This design comes from an exercise in tuning for small area, a short achievable clock period and few clock cycles per item on the open sky130 flow, not from production work. RTL that was checked went through simulation tests only; none was proved equivalent to the original. Power figures rest on the tool's default switching activity, not on a simulated workload.

== build 75 ==
Design kf_tss_check, start of the top module:
module kf_tss_check (
    input  wire         clk,
    input  wire         rst,
    input  wire         in_valid,
    output wire         in_ready,
    input  wire         in_seq_stopped,
    input  wire         in_pin_owned,
    input  wire [31:0]  in_period,
    input  wire [319:0] in_entry,
    output wire         out_valid,
    output wire [15:0]  out_status,
    output wire [3:0]   out_field
);
==> flow/config.mk <==
export PLATFORM = sky130hd
export DESIGN_NAME = kf_tss_check
export DESIGN_NICKNAME = kf_tss_check
export VERILOG_FILES = /design/flow/design.v
export SDC_FILE = /design/flow/constraint.sdc
export NUM_CORES = 4
export LEC_CHECK = 0
export CAP_MARGIN = 20
export CORE_MARGIN = 2
export CORE_UTILIZATION = 60
export PLACE_DENSITY = 0.7
export SETUP_SLACK_MARGIN = 4.8
export SLEW_MARGIN = 20
export SYNTH_HIERARCHICAL = 1
export SYNTH_MINIMUM_KEEP_SIZE = 0
export TNS_END_PERCENT = 5
==> flow/constraint.sdc <==
create_clock -name core_clock -period 7.0 [get_ports {clk}]
set_input_delay 1.4000 -clock core_clock [delete_from_list [all_inputs] [get_ports {clk}]]
set_output_delay 1.4000 -clock core_clock [all_outputs]
set_load 0.01 [all_outputs]
standard.sh (not shown) runs the stock make flow with config.mk's settings and CLKGATE_MAP_FILE= SYNTH_SCRIPT=/design/flow/synth_recipe.tcl, a recipe that flattens the netlist after the stock synthesis.
==> flow/flow/run.sh <==
#!/bin/bash
# The standard layout (standard.sh), with the ports buffered by the smallest buffer
# (sky130_fd_sc_hd__buf_1) instead of the one buffer_ports picks by default.
set -euo pipefail
export BUFFER_PORTS_ARGS="-buffer_cell sky130_fd_sc_hd__buf_1"
bash standard.sh > standard.log 2>&1
Both conditions hold for build 75: the flow ran to the end and the final layout passed the timing, design-rule and antenna checks.
Testbench counts of build 75, summed over its fixed seeds: cycles 24,016, items 24,000.
Input-level comparison between build 7 and build 75:
Settings: setting CTS_BUF_LIST to sky130_fd_sc_hd__clkbuf_8 for the first time.
## What came out
Compared with build 75, build 7 shows a higher final worst hold slack.
~same non-filler instance count after layout in build 75 and build 7
In the tables for build 75 and build 7, fraction of the cycle the final worst path needs reads higher with build 75.
Build 7 | status: complete | timing, DRC, antenna: pass
Build 75 finished every stage and its layout cleared the timing, design-rule and antenna checks.
Build 7: fraction of layout cells with a size suffix above 1 is 0.91 points lower than what build 75 reported.
On non-clock buffer total of the final layout, build 75 tracks build 7 almost exactly.
Build 7 vs build 75, fraction of power consumed by the clock network went down by 4.7 points.
## Diff of input files: build 14 against build 7
Settings: swapping 4.8 for 4.3 in SETUP_SLACK_MARGIN; clearing CTS_BUF_LIST, which used to be sky130_fd_sc_hd__clkbuf_8.
Findings:
The higher final period demand of the worst path came out of build 14. Via count | build 14 below build 7. Of build 7 and build 14, the lower first-iteration DRC count belongs to build 14. On depth of the critical timing path with buffers and inverters included: between build 7 and build 14, it ends up lower for build 7. [build 14] net switching share of the total power fell 1.2 points relative to build 7.
#### Input delta (build 38 over build 14)
Settings: swapping 4.3 for 5 in SETUP_SLACK_MARGIN.
==> run summary <==
In build 38, the power drawn by the combinational cells came out about 9% above the value in build 14.
First-pass GRT wire length: build 38 worse than build 14
Compared with build 14, build 38 is hungrier on power.
Between build 14 and build 38, area added between synthesis and finish increased.
Build 38 vs build 14: hold slack down in build 38
Logic gate share of total power (lower): build 14
Having completed the whole flow, build 38 delivered a layout that passed the timing, design-rule and antenna checks.
Max worst setup slack across build 38 and build 14: build 38
Compared with build 14, build 38 ends up with more cell area.

========
the previous run:
The RTL this note starts from:
==> flow/design.v <==
module kf_tss_check (
    input  wire         clk,
    input  wire         rst,
    input  wire         in_valid,
    output wire         in_ready,
    input  wire         in_seq_stopped,
    input  wire         in_pin_owned,
    input  wire [31:0]  in_period,
    input  wire [319:0] in_entry,
    output wire         out_valid,
    output wire [15:0]  out_status,
    output wire [3:0]   out_field
);
    assign in_ready = 1'b1;
    wire [31:0] off  [0:7];
    wire [15:0] slot [0:3];
    genvar g;
    generate
        for (g = 0; g < 8; g = g + 1) begin : g_off
            assign off[g] = in_entry[32*g +: 32];
        end
        for (g = 0; g < 4; g = g + 1) begin : g_slot
            assign slot[g] = in_entry[256 + 16*g +: 16];
        end
    endgenerate
    integer i, k;
    reg [1:0] pre;
    always @(*) begin
        if (!in_seq_stopped)        pre = 2'd1;
        else if (!in_pin_owned)     pre = 2'd2;
        else if (in_period == 32'd0) pre = 2'd3;
        else                        pre = 2'd0;
    end
    reg [3:0] slot_bad;
    always @(*) begin
        for (i = 0; i < 4; i = i + 1) begin
            slot_bad[i] = 1'b0;
            for (k = 0; k < 6; k = k + 1)
                if (slot[i][2*k +: 2] == 2'b11)
                    slot_bad[i] = 1'b1;
            if (slot[i][15:14] == 2'b11)
                slot_bad[i] = 1'b1;
            if (slot[i][13:12] == 2'b00 && slot[i][15:14] != 2'b00)
                slot_bad[i] = 1'b1;
        end
    end
    reg [5:0] fire [0:3];
    reg [3:0] stb2;
    always @(*) begin
        for (i = 0; i < 4; i = i + 1) begin
            for (k = 0; k < 6; k = k + 1)
                fire[i][k] = slot[i][2*k +: 2] != 2'b00;
            stb2[i] = slot[i][15:14] == 2'b01 || slot[i][15:14] == 2'b10;
        end
    end
    reg [7:0] used;
    always @(*) begin
        for (k = 0; k < 6; k = k + 1)
            used[k] = fire[0][k] | fire[1][k] | fire[2][k] | fire[3][k];
        used[6] = 1'b1;
        used[7] = |stb2;
    end
    wire [7:0] ge;
    generate
        for (g = 0; g < 8; g = g + 1) begin : g_ge
            kf_tss_ge u_ge (.a(off[g]), .b(in_period), .y(ge[g]));
        end
    endgenerate
    reg [7:0] c6v;
    always @(*)
        for (k = 0; k < 8; k = k + 1)
            c6v[k] = used[k] && ge[k];
    wire far10, far20, far21, far30, far31, far32, far54, far76;
    kf_tss_far10 u_far10 (.a(off[1]), .b(off[0]), .y(far10));
    kf_tss_far10 u_far20 (.a(off[2]), .b(off[0]), .y(far20));
    kf_tss_far10 u_far21 (.a(off[2]), .b(off[1]), .y(far21));
    kf_tss_far10 u_far30 (.a(off[3]), .b(off[0]), .y(far30));
    kf_tss_far10 u_far31 (.a(off[3]), .b(off[1]), .y(far31));
    kf_tss_far10 u_far32 (.a(off[3]), .b(off[2]), .y(far32));
    kf_tss_far11 u_far54 (.a(off[5]), .b(off[4]), .y(far54));
    kf_tss_far10 u_far76 (.a(off[7]), .b(off[6]), .y(far76));
    wire near10 = !far10;
    wire near20 = !far20;
    wire near21 = !far21;
    wire near30 = !far30;
    wire near31 = !far31;
    wire near32 = !far32;
    wire near54 = !far54;
    wire near76 = !far76;
    reg [2:0] c7v [0:3];
    always @(*) begin
        for (i = 0; i < 4; i = i + 1) begin
            c7v[i][0] = fire[i][1] & fire[i][0] & near10;
            c7v[i][1] = fire[i][2] & (fire[i][1] ? near21 : fire[i][0] & near20);
            c7v[i][2] = fire[i][3] & (fire[i][2] ? near32 :
                                      fire[i][1] ? near31 : fire[i][0] & near30);
        end
    end
    wire c8 = ((fire[0][4] & fire[0][5]) | (fire[1][4] & fire[1][5]) |
               (fire[2][4] & fire[2][5]) | (fire[3][4] & fire[3][5])) & near54;
    wire c9 = used[7] & near76;
    reg        s_valid;
    reg [1:0]  s_pre;
    reg [3:0]  s_bad;
    reg [7:0]  s_c6;
    reg [2:0]  s_c7 [0:3];
    reg        s_c8, s_c9;
    always @(posedge clk) begin
        s_valid <= in_valid & ~rst;
        s_pre   <= pre;
        s_bad   <= slot_bad;
        s_c6    <= c6v;
        for (i = 0; i < 4; i = i + 1)
            s_c7[i] <= c7v[i];
        s_c8    <= c8;
        s_c9    <= c9;
    end
    localparam [15:0] ST_OK                 = 16'h0000;
    localparam [15:0] ST_SLOT_CODE          = 16'h0106;
    localparam [15:0] ST_EDGE_BEYOND_PERIOD = 16'h0107;
    localparam [15:0] ST_EDGE_SPACING       = 16'h0108;
    localparam [15:0] ST_STROBE_ORDER       = 16'h0109;
    localparam [15:0] ST_SEQ_STATE          = 16'h0200;
    localparam [15:0] ST_PIN_UNASSIGNED     = 16'h0201;
    localparam [15:0] ST_PERIOD_EMPTY       = 16'h0202;
    localparam [3:0]  F_NONE                = 4'd15;
    reg       c5_fail;
    reg [1:0] c5_slot;
    always @(*) begin
        c5_fail = 1'b0;
        c5_slot = 2'd0;
        for (i = 3; i >= 0; i = i - 1)
            if (s_bad[i]) begin
                c5_fail = 1'b1;
                c5_slot = i[1:0];
            end
    end
    reg       c6_fail;
    reg [2:0] c6_off;
    always @(*) begin
        c6_fail = 1'b0;
        c6_off  = 3'd0;
        for (k = 7; k >= 0; k = k - 1)
            if (s_c6[k]) begin
                c6_fail = 1'b1;
                c6_off  = k[2:0];
            end
    end
    reg       c7_fail;
    reg [1:0] c7_off;
    always @(*) begin
        c7_fail = 1'b0;
        c7_off  = 2'd0;
        for (i = 3; i >= 0; i = i - 1)
            if (s_c7[i] != 3'd0) begin
                c7_fail = 1'b1;
                c7_off  = s_c7[i][0] ? 2'd1 : s_c7[i][1] ? 2'd2 : 2'd3;
            end
    end
    reg [15:0] status;
    reg [3:0]  field;
    always @(*) begin
        if (s_pre == 2'd1) begin
            status = ST_SEQ_STATE;          field = F_NONE;
        end else if (s_pre == 2'd2) begin
            status = ST_PIN_UNASSIGNED;     field = F_NONE;
        end else if (s_pre == 2'd3) begin
            status = ST_PERIOD_EMPTY;       field = F_NONE;
        end else if (c5_fail) begin
            status = ST_SLOT_CODE;          field = {2'b10, c5_slot};
        end else if (c6_fail) begin
            status = ST_EDGE_BEYOND_PERIOD; field = {1'b0, c6_off};
        end else if (c7_fail) begin
            status = ST_EDGE_SPACING;       field = {2'b00, c7_off};
        end else if (s_c8) begin
            status = ST_EDGE_SPACING;       field = 4'd5;
        end else if (s_c9) begin
            status = ST_STROBE_ORDER;       field = 4'd7;
        end else begin
            status = ST_OK;                 field = F_NONE;
        end
    end
    reg       o_valid;
    reg [5:0] o_status;    
    reg [3:0] o_field;
    always @(posedge clk) begin
        o_valid  <= s_valid & ~rst;
        o_status <= {status[9:8], status[3:0]};
        o_field  <= field;
    end
    assign out_valid  = o_valid;
    assign out_status = {6'd0, o_status[5:4], 4'd0, o_status[3:0]};
    assign out_field  = o_field;
endmodule
module kf_tss_ge (
    input  wire [31:0] a,
    input  wire [31:0] b,
    output wire        y
);
    reg [31:0] G, P;
    integer s, j;
    always @(*) begin
        G = a & ~b;
        P = a | ~b;
        G[0] = P[0];
        for (s = 1; s < 32; s = s * 2)
            for (j = 0; j < 32; j = j + 2 * s) begin
                G[j] = G[j+s] | (P[j+s] & G[j]);
                P[j] = P[j+s] & P[j];
            end
    end
    assign y = G[0];
endmodule
module kf_tss_far10 (
    input  wire [31:0] a,
    input  wire [31:0] b,
    output wire        y
);
    reg [32:0] S, V, G, P;
    integer s, j;
    always @(*) begin
        for (j = 0; j < 33; j = j + 1) begin
            if (j == 32)    S[j] = 1'b0;
            else if (j < 10) S[j] = ~(a[j] ^ b[j]);
            else            S[j] = a[j] ^ b[j];
            if (j == 0)          V[j] = 1'b1;
            else if (j - 1 < 10)  V[j] = a[j-1] & ~b[j-1];
            else                 V[j] = a[j-1] | ~b[j-1];
        end
        G = S & V;
        P = S | V;
        for (s = 1; s < 33; s = s * 2)
            for (j = 0; j + s < 33; j = j + 2 * s) begin
                G[j] = G[j+s] | (P[j+s] & G[j]);
                P[j] = P[j+s] & P[j];
            end
    end
    assign y = G[0];
endmodule
module kf_tss_far11 (
    input  wire [31:0] a,
    input  wire [31:0] b,
    output wire        y
);
    reg [32:0] S, V, G, P;
    integer s, j;
    always @(*) begin
        for (j = 0; j < 33; j = j + 1) begin
            if (j == 32)    S[j] = 1'b0;
            else if (j < 11) S[j] = ~(a[j] ^ b[j]);
            else            S[j] = a[j] ^ b[j];
            if (j == 0)          V[j] = 1'b1;
            else if (j - 1 < 11)  V[j] = a[j-1] & ~b[j-1];
            else                 V[j] = a[j-1] | ~b[j-1];
        end
        G = S & V;
        P = S | V;
        for (s = 1; s < 33; s = s * 2)
            for (j = 0; j + s < 33; j = j + 2 * s) begin
                G[j] = G[j+s] | (P[j+s] & G[j]);
                P[j] = P[j+s] & P[j];
            end
    end
    assign y = G[0];
endmodule
export LEC_CHECK = 0
export CAP_MARGIN = 20
export CORE_MARGIN = 2
export CORE_UTILIZATION = 40
export PLACE_DENSITY = 0.6
export SETUP_SLACK_MARGIN = 3.5
export SLEW_MARGIN = 20
export SYNTH_HIERARCHICAL = 1
export SYNTH_MINIMUM_KEEP_SIZE = 0
create_clock -name core_clock -period 7.0 [get_ports {clk}]
Scripts as last shown in full above: flow/flow/run.sh
Edits applied to the flow inputs when going from the previous run to the current run:
Settings: clearing SETUP_SLACK_MARGIN, which used to be 3.5.
### Flow results
- Combinational share of power down 0.9 points in the current run wrt the previous run
- Layout-stage area growth over the synthesis result, the current run and the previous run, higher one = the previous run.
- On diode insertion count for antenna repair, the lower figure sits with the previous run, not the current run.
- The previous run reached the final stage; the timing, design-rule and antenna checks on its layout passed.
- The current run: full flow OK, the timing, design-rule and antenna checks passed
- Clock skew: the current run vs the previous run, no meaningful difference
No run of this note included a check of the RTL's function; only the layout flow was run.

-- afterwards: timing with drivers on the ports --
No port has a modelled driver above. Below, the same layouts with a new extraction and two added sets of constraints. Step 1 (the two cells are an assumption about what drives the block):
set clk [get_ports {clk}]
set_driving_cell -lib_cell sky130_fd_sc_hd__clkbuf_16 $clk
set_driving_cell -lib_cell sky130_fd_sc_hd__buf_2 [delete_from_list [all_inputs] $clk]
Step 2 also shifts input and output timing later by t, the mid clock arrival at the registers, as if the neighbouring blocks saw the same clock. Three values: no drivers, after step 1, after step 2; two values: the first two.
run | shift t [ns] | setup slack, ns | slew at the worst register clock pin (ns)
build 75 | 0.397 | 4.491 / 4.450 / 4.054 | 0.07 / 0.07
build 7 | 0.424 | 4.537 / 4.467 / 4.043 | 0.10 / 0.10
build 14 | 0.398 | 4.281 / 4.306 / 3.908 | 0.08 / 0.08
build 38 | 0.397 | 4.491 / 4.450 / 4.054 | 0.07 / 0.07
the previous run | 0.332 | 3.543 / 3.558 / 3.226 | 0.06 / 0.06
the current run | 0.331 | 3.129 / 3.095 / 2.764 | 0.06 / 0.06
After both steps setup and hold are still met in every run listed. The setup slack of build 7, which loses most, moves by -0.070 ns with the drivers and by -0.494 ns with both steps.
